This is an optimization exercise on Yosys and OpenROAD, whose aim is small area, a short achievable clock period and few clock cycles per item, not a production implementation.
No functional check of the RTL was part of any run shown here.

==> flow/design.v, too long to show whole: its modules and the start of the top module <==
// module serac_cascade: 3133 lines
module serac_cascade (
    input  wire        clk,
    input  wire        rst,         
    input  wire        cfg_we,
    input  wire [5:0]  cfg_addr,    
    input  wire [31:0] cfg_data,
    input  wire        clr_state,   
    input  wire        in_valid,
    output wire        in_ready,
    input  wire [31:0] in_x,
    output reg         out_valid,
    output reg  [31:0] out_y
);
  // ...
==> flow/flow/run.sh <==
#!/bin/bash
set -euo pipefail
R=$PWD/orfs/results/sky130hd/serac_cascade/base
bash standard.sh synth > synth.log 2>&1
python3 flow/fa_polarity.py $R/1_2_yosys.v $R/1_2_yosys.pol.v > fa_polarity.log 2>&1
cp $R/1_2_yosys.v $R/1_2_yosys.std.v
mv $R/1_2_yosys.pol.v $R/1_2_yosys.v
rm -f $R/1_synth.odb $R/1_synth.sdc
bash standard.sh SETUP_SLACK_MARGIN=15 \
    "BUFFER_PORTS_ARGS=-buffer_cell sky130_fd_sc_hd__buf_4" \
    CTS_CLUSTER_SIZE=26 CTS_CLUSTER_DIAMETER=70 GPL_TIMING_DRIVEN=1 \
    finish > standard_flow.log 2>&1
==> flow/flow/fa_polarity.py <==
#!/usr/bin/env python3
"""Remove inverters between full adders in a flat sky130 gate netlist.

A full adder satisfies FA(~a, ~b, ~c) = ~FA(a, b, c) on both outputs. Each
fa cell may therefore be "flipped": its inputs and its outputs complemented.
The pass strips the removable inverters (inv_* cells whose output is not a
port or an assign operand), chooses the flips by local search so that as few
inversions as possible remain, and puts back one inverter per net that still
needs its complement. Registers and every other cell are left as they are.

usage: fa_polarity.py in.v out.v
"""
import re
import sys
from collections import defaultdict

OUT_PINS = {"X", "Y", "Q", "Q_N", "SUM", "COUT", "HI", "LO"}

src = open(sys.argv[1]).read()
m = re.search(r"\bmodule\s+(\S+)\s*\((.*?)\);", src, re.S)
ports = set(p.strip().lstrip("\\") for p in m.group(2).split(","))

inst_re = re.compile(r"^(\s*)(sky130_fd_sc_hd__\w+)\s+(\S+)\s*\((.*?)\);\s*$", re.S | re.M)
pin_re = re.compile(r"\.(\w+)\(\s*(.*?)\s*\)\s*(?:,|$)", re.S)

cells = []          # [type, name, {pin: net}, span]
for mt in inst_re.finditer(src):
    pins = dict(pin_re.findall(mt.group(4)))
    cells.append([mt.group(2), mt.group(3), pins, mt.span()])

def base(n):
    n = n.strip()
    n = re.sub(r"\[\d+\]$", "", n)
    return n.lstrip("\\").strip()

assign_nets = set()
for am in re.finditer(r"^\s*assign\s+(.*?);", src, re.S | re.M):
    for tok in re.findall(r"\\?[A-Za-z_$][\w$.\[\]\\]*(?:\s*\[\d+\])?", am.group(1)):
        assign_nets.add(tok.strip())

def is_port(n):
    return base(n) in ports

drv = {}
for i, (t, name, pins, _) in enumerate(cells):
    for p, n in pins.items():
        if p in OUT_PINS:
            drv[n] = (i, p)

def is_inv(t):
    return re.match(r"sky130_fd_sc_hd__(inv|clkinv)_\d+$", t) is not None

removable = set()
for i, (t, name, pins, _) in enumerate(cells):
    if is_inv(t) and t.endswith("inv_1"):
        y = pins["Y"]
        if not is_port(y) and y not in assign_nets and not y.startswith("\\"):
            removable.add(i)

def logical(n):
    """(source net, parity) following removable inverters."""
    par = 0
    seen = 0
    while n in drv and drv[n][0] in removable:
        n = cells[drv[n][0]][2]["A"]
        par ^= 1
        seen += 1
        if seen > 100:
            break
    return n, par

isfa = [t.startswith("sky130_fd_sc_hd__fa_") for (t, _, _, _) in cells]
XSWAP = {"sky130_fd_sc_hd__xor2_1": "sky130_fd_sc_hd__xnor2_1",
         "sky130_fd_sc_hd__xnor2_1": "sky130_fd_sc_hd__xor2_1"}
isx = [t in XSWAP for (t, _, _, _) in cells]     # output polarity may flip

# loads: (cell index, pin, source net, parity)
loads = []
for i, (t, name, pins, _) in enumerate(cells):
    if i in removable:
        continue
    for p, n in pins.items():
        if p in OUT_PINS:
            continue
        if not n or n.startswith("1'"):
            continue
        s, par = logical(n)
        if par == 0 and s == n:
            continue       # not through a removable inverter: leave alone,
                           # unless the cell is an fa (it may flip)
        loads.append((i, p, s, par))
# fa input pins that are not behind an inverter still matter if the fa flips
for i, (t, name, pins, _) in enumerate(cells):
    if i in removable or not isfa[i]:
        continue
    for p in ("A", "B", "CIN"):
        n = pins[p]
        s, par = logical(n)
        if par == 0 and s == n:
            loads.append((i, p, s, 0))
# loads of fa outputs that are not behind an inverter
fa_out_nets = {}
for i, (t, name, pins, _) in enumerate(cells):
    if isfa[i]:
        for p in ("SUM", "COUT"):
            fa_out_nets[pins[p]] = i
    if isx[i]:
        fa_out_nets[pins["X" if "X" in pins else "Y"]] = i
have = set((l[0], l[1]) for l in loads)
for i, (t, name, pins, _) in enumerate(cells):
    if i in removable:
        continue
    for p, n in pins.items():
        if p in OUT_PINS or (i, p) in have:
            continue
        if n in fa_out_nets:
            loads.append((i, p, n, 0))
# ports / assigns driven by fa outputs can not change polarity: pin the fa
pinned = set()
for n, i in fa_out_nets.items():
    if is_port(n) or n in assign_nets:
        pinned.add(i)
# constants feeding fa inputs: the fa may still flip (use the other constant)

def src_fa(s):
    d = drv.get(s)
    if d and (isfa[d[0]] or isx[d[0]]):
        return d[0]
    return None

by_src = defaultdict(list)
for li, (i, p, s, par) in enumerate(loads):
    by_src[s].append(li)
cell_srcs = defaultdict(set)
for s, lis in by_src.items():
    g = src_fa(s)
    if g is not None:
        cell_srcs[g].add(s)
    for li in lis:
        i = loads[li][0]
        if isfa[i]:
            cell_srcs[i].add(s)

phi = [0] * len(cells)

def need(li):
    i, p, s, par = loads[li]
    r = par
    if isfa[i]:
        r ^= phi[i]
    g = src_fa(s)
    if g is not None:
        r ^= phi[g]
    return r

def cost_src(s):
    if s.startswith("1'"):
        return 0
    return 1 if any(need(li) for li in by_src[s]) else 0

def total():
    return sum(cost_src(s) for s in by_src)

import random
random.seed(1)
before = total()
flippable = [f for f in range(len(cells)) if (isfa[f] or isx[f]) and f not in pinned]
cur = before
best = cur
best_phi = list(phi)
T = 2.0
steps = 60 * len(flippable)
passes = 0
for it in range(steps):
    f = random.choice(flippable)
    ss = cell_srcs[f]
    c0 = sum(cost_src(x) for x in ss)
    phi[f] ^= 1
    c1 = sum(cost_src(x) for x in ss)
    d = c1 - c0
    if d <= 0 or random.random() < pow(2.718, -d / T):
        cur += d
        if cur < best:
            best = cur
            best_phi = list(phi)
    else:
        phi[f] ^= 1
    T = max(0.02, 2.0 * (1 - it / steps))
phi = best_phi
# final greedy cleanup
improved = True
while improved:
    improved = False
    passes += 1
    for f in flippable:
        ss = cell_srcs[f]
        c0 = sum(cost_src(x) for x in ss)
        phi[f] ^= 1
        c1 = sum(cost_src(x) for x in ss)
        if c1 < c0:
            improved = True
        else:
            phi[f] ^= 1
after = total()

# rebuild
newpins = {}
inv_for = {}
extra = []
k = 0
for li, (i, p, s, par) in enumerate(loads):
    r = need(li)
    if r == 0:
        newpins[(i, p)] = s
    else:
        if s.startswith("1'"):
            newpins[(i, p)] = "1'h1" if s.endswith("0") else "1'h0"
            continue
        if s not in inv_for:
            k += 1
            nn = "_fapol_%d_" % k
            inv_for[s] = nn
            extra.append((s, nn))
        newpins[(i, p)] = inv_for[s]

out = []
pos = 0
for i, (t, name, pins, span) in enumerate(cells):
    out.append(src[pos:span[0]])
    pos = span[1]
    if i in removable:
        continue
    ren = {}
    if isx[i] and phi[i]:
        t = XSWAP[t]
        ren = {"X": "Y", "Y": "X"}
    body = []
    for p, n in pins.items():
        p = ren.get(p, p) if p in ("X", "Y") else p
        body.append("    .%s(%s )" % (p, newpins.get((i, ren.get(p, p) if ren else p), n)))
    out.append("  %s %s (\n%s\n  );" % (t, name, ",\n".join(body)))
rest = src[pos:]
decl = "".join("  wire %s;\n" % nn for (_, nn) in extra)
insts = "".join("  sky130_fd_sc_hd__inv_1 _fapol_inv_%d_ (\n    .A(%s ),\n    .Y(%s )\n  );\n"
                % (j + 1, s, nn) for j, (s, nn) in enumerate(extra))
rest = rest.replace("endmodule", insts + "endmodule", 1)
text = "".join(out) + rest
# declare new wires after the module header
text = re.sub(r"(\bmodule\s+\S+\s*\(.*?\);\n)", lambda mm: mm.group(1) + decl, text, count=1, flags=re.S)
open(sys.argv[2], "w").write(text)
nflip = sum(phi)
sys.stderr.write("fa_polarity: %d removable inverters, %d -> %d needed, %d fa flipped, %d passes\n"
                 % (len(removable), before, after, nflip, passes))
==> flow/standard.sh <==
#!/bin/bash
# synth_recipe.tcl (not shown) runs the flow's synth.tcl, then flattens the netlist and writes it again
# the make line also repeats each setting of config.mk as NAME=value (left out here)
make -C /OpenROAD-flow-scripts/flow DESIGN_CONFIG=/design/flow/config.mk WORK_HOME=/design/flow/orfs CLKGATE_MAP_FILE= SYNTH_SCRIPT=/design/flow/synth_recipe.tcl "${@:-finish}"
==> flow/config.mk <==
export PLATFORM = sky130hd
export DESIGN_NAME = serac_cascade
export DESIGN_NICKNAME = serac_cascade
export VERILOG_FILES = /design/flow/design.v
export SDC_FILE = /design/flow/constraint.sdc
export NUM_CORES = 8
export LEC_CHECK = 0
export CAP_MARGIN = 20
export CORE_MARGIN = 2
export CORE_UTILIZATION = 40
export PLACE_DENSITY = 0.6
export SETUP_SLACK_MARGIN = 0.5
export SLEW_MARGIN = 20
==> flow/constraint.sdc <==
create_clock -name core_clock -period 20.0 [get_ports {clk}]
set_input_delay 4.0000 -clock core_clock [delete_from_list [all_inputs] [get_ports {clk}]]
set_output_delay 4.0000 -clock core_clock [all_outputs]
set_load 0.01 [all_outputs]
==> metrics.md, run 1 <==
| Metric | Value |
|---|---|
| CTS H-Tree Depth | `4` |
| FILL cells | `50,300` |
| Crit-path slowest cell | `dfxtp_4` |
| Layout clock buffer count | `253` |
| Share of layout cells above drive strength 1 | `11.8%` |
| Final worst-path setup slack | `14,410 ps` |
| Full die area | `0.558 mm2` |
| Cell Chain, Critical Path | `buf_6` |
| Worst Reg-to-Reg Cells | `17` |
| Hold WC Path Type | `flop to flop` |
| Final core occ | `44.4%` |
| Total CTS buffers | `204` |
| R2r endpoint | `xd_A[34]` |
| Seq/total area | `34.7%` |
| Routed vias/inst | `6.56` |
| CTS tree | `yes` |
| RR Startpoint | `p0_B[19]` |
| CTS sink count | `3,172` |
| Worst-Skew Late Latency | `1070 ps` |
| Max FO, Critical Path | `1` |
| Setup TNS | `0 ps` |
| Crit path from | `out_valid` |
| Hold path startpoint | `secC[1]` |
| Die Wd | `747 um` |
| I/O Pins | `109` |
| Area after DPL | `0.230 mm2` |
| Status | `timing/DRC/antenna clean` |
| Pin count of the biggest net entering global routing | `75` |
| Dpl hpwl | `599,000 um` |
| Worst Setup Path Type | `flop to primary output` |
| Seq_cells | `3,172` |
| WHS | `336 ps` |
| # Post-CTS Setup Buffers | `128` |
| GRT met2 Usage | `47.8%` |
| Cell family with most CP delay | `flip-flops` |
| Avg Cell Area, Syn | `11.8 um2` |
==> run 2: changes to the inputs <==
--- a/flow/design.v
+++ b/flow/design.v
@@ -137,18 +137,16 @@
             last_sec <= 3'd0;
         else if (we_r && wa_r[2:0] == 3'd7)
             last_sec <= wd_r[2:0];
     end
     reg         ph;                 
     reg  [1:0]  busy;               
     reg  [2:0]  nsec0, nsec1;       
     reg  [1:0]  cnt;                
-    reg         inbuf_v;
-    reg  [31:0] inbuf_x;
     reg         in_ready_o;         
     reg         vA, lastA;
     reg  [2:0]  secA;
     reg  [7:0]  ohA;                
     reg  [47:0] xd_A;               
     reg  [31:0] b0_A;
     reg         vB, lastB;
     reg  [2:0]  secB;
@@ -3052,65 +3050,60 @@
         end else if (vD) begin
             s1r[secD] <= s1_new;
             s2r[secD] <= s2_new;
         end
     end
     wire        nt     = ~ph;
     wire        cont   = nt ? busy[1] : busy[0];
     wire [2:0]  nsec_t = nt ? nsec1 : nsec0;
-    wire        start  = ~cont & cnt[1] & (inbuf_v | (in_valid & ~we_r));
+    wire        start  = in_valid & in_ready_o;
     wire        issue  = cont | start;
     wire [2:0]  sec_n  = cont ? nsec_t : 3'd0;
     wire        last_n = (sec_n == last_sec);
     wire [7:0]  oh_n   = 8'd1 << sec_n;
     wire [2:0]  sh_n   = rd3(oh_n, shv);
-    wire [31:0] x_in   = inbuf_v ? inbuf_x : in_x;
+    wire [31:0] x_in   = in_x;
     wire [47:0] xd0    = booth(shsat(h0, sh_n));
     wire [47:0] xd1    = booth(shsat(h1, sh_n));
     wire [47:0] xdi    = booth(shsat({{4{x_in[31]}}, x_in}, sh_n));
     wire [47:0] xd_n   = cont ? (sel0 ? xd1 : xd0) : xdi;
     wire        fwd    = vD && secD == secA;
-    wire accept = in_valid & ~inbuf_v;            
-    wire inbuf_next = (inbuf_v | accept) & ~start;
+    wire ready_next = ~(ph ? busy[1] : busy[0]) & ~start & (cnt != 2'd0) & ~cfg_we;
     always @(posedge clk) begin
         if (rst) begin
             ph         <= 1'b0;
             busy       <= 2'b00;
             cnt        <= 2'd3;
-            inbuf_v    <= 1'b0;
             in_ready_o <= 1'b1;
             vA         <= 1'b0;
             vB         <= 1'b0;
             vC         <= 1'b0;
             vD         <= 1'b0;
             out_valid  <= 1'b0;
         end else begin
             ph         <= ~ph;
             if (issue) begin
                 if (nt) busy[1] <= ~last_n;
                 else    busy[0] <= ~last_n;
             end
             cnt        <= start ? 2'd0 : (cnt == 2'd3 ? 2'd3 : cnt + 2'd1);
-            inbuf_v    <= inbuf_next;
-            in_ready_o <= ~inbuf_next;
+            in_ready_o <= ready_next;
             vA         <= issue;
             vB         <= vA;
             vC         <= vB;
             vD         <= vC;
             out_valid  <= vB & lastB;
         end
     end
     always @(posedge clk) begin
         if (issue) begin
             if (nt) nsec1 <= sec_n + 3'd1;
             else    nsec0 <= sec_n + 3'd1;
         end
-        if (accept)
-            inbuf_x <= in_x;
         secA  <= sec_n;
         ohA   <= oh_n;
         lastA <= last_n;
         xd_A  <= xd_n;
         b0_A  <= rd32(oh_n, b0v);
         secB  <= secA;
         ohB   <= ohA;
         lastB <= lastA;
==> flow/flow/run.sh (replaced) <==
#!/bin/bash
set -euo pipefail
R=$PWD/orfs/results/sky130hd/serac_cascade/base
bash standard.sh synth > synth.log 2>&1
python3 flow/fa_polarity.py $R/1_2_yosys.v $R/1_2_yosys.pol.v > fa_polarity.log 2>&1
cp $R/1_2_yosys.v $R/1_2_yosys.std.v
mv $R/1_2_yosys.pol.v $R/1_2_yosys.v
rm -f $R/1_synth.odb $R/1_synth.sdc
bash standard.sh SETUP_SLACK_MARGIN=15 \
    "BUFFER_PORTS_ARGS=-buffer_cell sky130_fd_sc_hd__buf_4" \
    CTS_CLUSTER_SIZE=26 CTS_CLUSTER_DIAMETER=70 \
    finish > standard_flow.log 2>&1
==> run 2 against run 1 <==
Against the previous run:
- still clean on timing, DRC and antenna
- clock skew is 3.5 ps lower
- sequential cell count decreased by 33
- sequential share of layout area is 0.28 points lower
- worst setup slack worse by 180 ps
- fmax fell by 3.2%
- die area fell by 0.20%
==> metrics.md, run 2 <==
| Metric | Value |
|---|---|
| Clock Tree Buf Depth | `4 (unchanged)` |
| Most frequent cells in the layout | `3,412 x a22oi_1, 2,420 x fa_1, 2,054 x edfxtp_1 (was 3,404 x a22oi_1, 2,419 x fa_1, 2,086 x edfxtp_1)` |
| Hold WC Path Type | `flop to flop (unchanged)` |
| CTS sink count | `3,139 (was 3,172)` |
| Vias in the first global route | `175,000 (was 170,000)` |
| R2r endpoint | `s1_B[40] (was xd_A[34])` |
| Clk slew on worst S/H paths | `100 ps (was 90 ps)` |
| Max_cap viols | `0 (unchanged)` |
| Worst rel slew slack | `17.6% (was 4.60%)` |
| Port bufs | `108 (unchanged)` |
| FILL cells | `50,300 (about the same)` |
| Synth Net Count | `21,900 (was 21,800)` |
| Post-DRT Antenna Nets | `0 (unchanged)` |
| Global-route wire length before repair | `1,320,000 um (was 1,300,000 um)` |
| Global route total overflow | `0 (unchanged)` |
| Via Count | `171,000 (was 168,000)` |
| Clock root buffer | `clkbuf_16 (unchanged)` |
| Hold buffer count at CTS | `0 (unchanged)` |
| Biggest regs | `s1r x376, s2r x368 (unchanged)` |
| Highest routed metal layer | `met5 (unchanged)` |
| Dpl hpwl | `581,000 um (was 599,000 um)` |
| Met3 routed WL | `140,000 um (was 125,000 um)` |
| Buf+Inv Stages, Crit Path | `1 (unchanged)` |
| Area grow syn2layout | `10.5% (was 10.4%)` |
| I/O Pins | `109 (unchanged)` |
| Cell depth of the worst setup path | `1 (unchanged)` |
| Routed vias/inst | `6.66 (was 6.56)` |
| Pin count of the biggest net entering global routing | `67 (was 75)` |
| Die Wd | `746 um (was 747 um)` |
| Full die area | `0.557 mm2 (was 0.558 mm2)` |
| Max Fclk | `0.173 GHz (was 0.179 GHz)` |
| Die Y | `746 um (was 747 um)` |
| Final-report hold violation count | `0 (unchanged)` |
| WL final | `944,000 um (was 923,000 um)` |
| M1 WL | `343,000 um (was 332,000 um)` |
| Initial cell density of the core | `40.2% (about the same)` |
| RSZ-0062 raised after global routing | `yes (unchanged)` |
| Total core area | `0.549 mm2 (about the same)` |
| CTS H-Tree Depth | `4 (unchanged)` |
| CP max stage delay | `540 ps (was 430 ps)` |
| Worst Reg-to-Reg Cells | `15 (was 17)` |
| Crit-path slowest cell | `dfxtp_4 (unchanged)` |
| Layout Nets | `21,100 (about the same)` |
| Worst-Margin Slew | `1240 ps (was 1420 ps)` |
| Site Rows | `272 (unchanged)` |
| Share of layout cells above drive strength 1 | `11.3% (was 11.8%)` |
| Placer Congestion | `1.03 (was 0.994)` |
| Worst-Skew Late Latency | `1090 ps (was 1070 ps)` |
| Reg area | `0.0839 mm2 (was 0.0848 mm2)` |
| Critical path arrival | `1770 ps (was 1590 ps)` |
| Slew Limit Fails | `0 (unchanged)` |
| Area of the multi-input gates | `0.132 mm2 (about the same)` |
| Wire per inst | `36.8 um (was 36.0 um)` |
| Final period utilization | `28.9% (was 27.9%)` |
| Max reg flops | `376 (unchanged)` |
| Drt pass-1 iters | `10 (unchanged)` |
| CTS tree | `yes (unchanged)` |
| Setup Viol. Count Final | `0 (unchanged)` |
| Clock Skew | `137 ps (was 140 ps)` |
| RR Startpoint | `v1_D[52] (was p0_B[19])` |
| Max FO, Critical Path | `2 (was 1)` |
| Initial antenna violation count | `88 (was 73)` |
| Critical path startpoint category | `flop (unchanged)` |
| Total CTS buffers | `230 (was 204)` |
| Synthesized area | `0.220 mm2 (was 0.221 mm2)` |
| Setup TNS | `0 ps (unchanged)` |
| Synth Instances | `18,900 (was 18,800)` |
| Worst setup path endpoint | `out_y[25] (was out_valid)` |
| Avg Cell Area, Syn | `11.7 um2 (was 11.8 um2)` |
| Residual DRC | `0 (unchanged)` |
| Metal2 WL | `390,000 um (was 393,000 um)` |
| Most common cell after layout, fill and taps aside | `a22oi_1 (unchanged)` |
| Status | `timing/DRC/antenna clean (unchanged)` |
| CP endpoint kind | `primary output (unchanged)` |
| Cell Chain, Critical Path | `buf_6 (unchanged)` |
| Worst Setup Path Type | `flop to primary output (unchanged)` |
| Cell family with most CP delay | `flip-flops (unchanged)` |
| Reg with most FFs | `s1r (unchanged)` |
| Crit path from | `out_y[25] (was out_valid)` |
| DRT iter0 DRCs | `26,300 (was 24,000)` |
| Setup slack, reg-to-reg | `14,890 ps (was 14,680 ps)` |
| Ys Warns | `1 (unchanged)` |
| Global Route Usage Sum | `32.8% (was 32.1%)` |
| Req. time, crit path | `16,000 ps (about the same)` |
| Crit path time final | `5770 ps (was 5590 ps)` |
-- run 2: area by class of cell --
class	instances	share of cell area, %
Timing Repair Buffer	847	3.22
Timing Repair inverter	1	0.00206
Clock inverter	181	1.09
Antenna cell	49	0.0504
Inverter	589	0.930
Clock buffer	254	2.44
Multi-Input combinational cell	13300	54.1
Tap cell	7261	3.73
Sequential cell	3139	34.5
-- run 2: repair_timing --
item | CTS | global route
buffers inserted | 68 | 81
pin swaps | 37 | 77
setup endpoints to repair | 771 | 637
resized for setup | 514 | 373
cloned | 9 | 8
endpoints found under the hold margin | 0 | 0
-- run 2: worst reg2reg max path, delay by kind of cell, from the launching register on --
kind                       cells  cell delay, ps
AOI/OAI and AO/OA              8            2360
and+or+nand+nor                4            1510
DFF                            1             340
adders and majority gates      1             340
xor gates and xnor gates       1             210
buffers and inverters          1             170
-- run 2: routing by layer --
metal | vias up | track usage [%]
met4 | 69 | 19.4
met5 | - | 0.935
met2 | 14100 | 47.2
met3 | 3587 | 12.6
li1 | 65900 | -
met1 | 86800 | 41.7
-- run 2: through the flow --
| step | hold WS [ps] | utilization, % | std cells | setup WS (ps) | cell area (um2) |
|---|---|---|---|---|---|
| global route | 330 | 44.3 | 25600 | 14230 | 243000 |
| CTS | 332 | 43.8 | 25500 | 14240 | 241000 |
| global placement | 310 | 41.7 | 25000 | 13110 | 229000 |
| floorplan | 310 | - | 18900 | 14330 | 221000 |
| detailed placement | 312 | 41.7 | 25000 | 13050 | 229000 |
| finish | 329 | 44.4 | 25600 | 14230 | 244000 |
-- run 2: worst min-delay path by stage --
stage / slack (ps) / cells after the start / start / to
after floorplan: 310 / 0 / lastA / lastB
after global placement: 310 / 0 / secC[0] / secD[0]
after detailed placement: 310 / 0 / secC[0] / secD[0]
after CTS: 330 / 0 / secC[2] / secD[2]
after global routing: 330 / 0 / secC[2] / secD[2]
final: 330 / 0 / secC[1] / secD[1]

==> port drivers added, routing unchanged <==
The results above use ideal ports. As a check the final layouts listed here were re-extracted and re-timed, cells and wires unchanged. Step 1, drivers: a clkbuf_16 drives clk and a buf_2 each remaining input, both assumed. Step 2 also shifts input and output timing later by t, the mid clock arrival at the registers, as if the neighbouring blocks saw the same clock. a / b / c = ideal / step 1 / step 2; a / b = the first two.
| run | t, ns | setup WS [ns] | latest minus earliest clock arrival (ns) | cell pins on the clock port's net |
|---|---|---|---|---|
| run 1 | 1.111 | 14.410 / 14.296 / 13.564 | 0.148 / 0.149 | 1 |
| run 2 | 1.146 | 14.227 / 14.105 / 13.964 | 0.150 / 0.150 | 1 |
After both steps setup and hold are still met in every run listed. The setup slack of run 1, which loses most, moves by -0.114 ns with the drivers and by -0.846 ns with both steps.
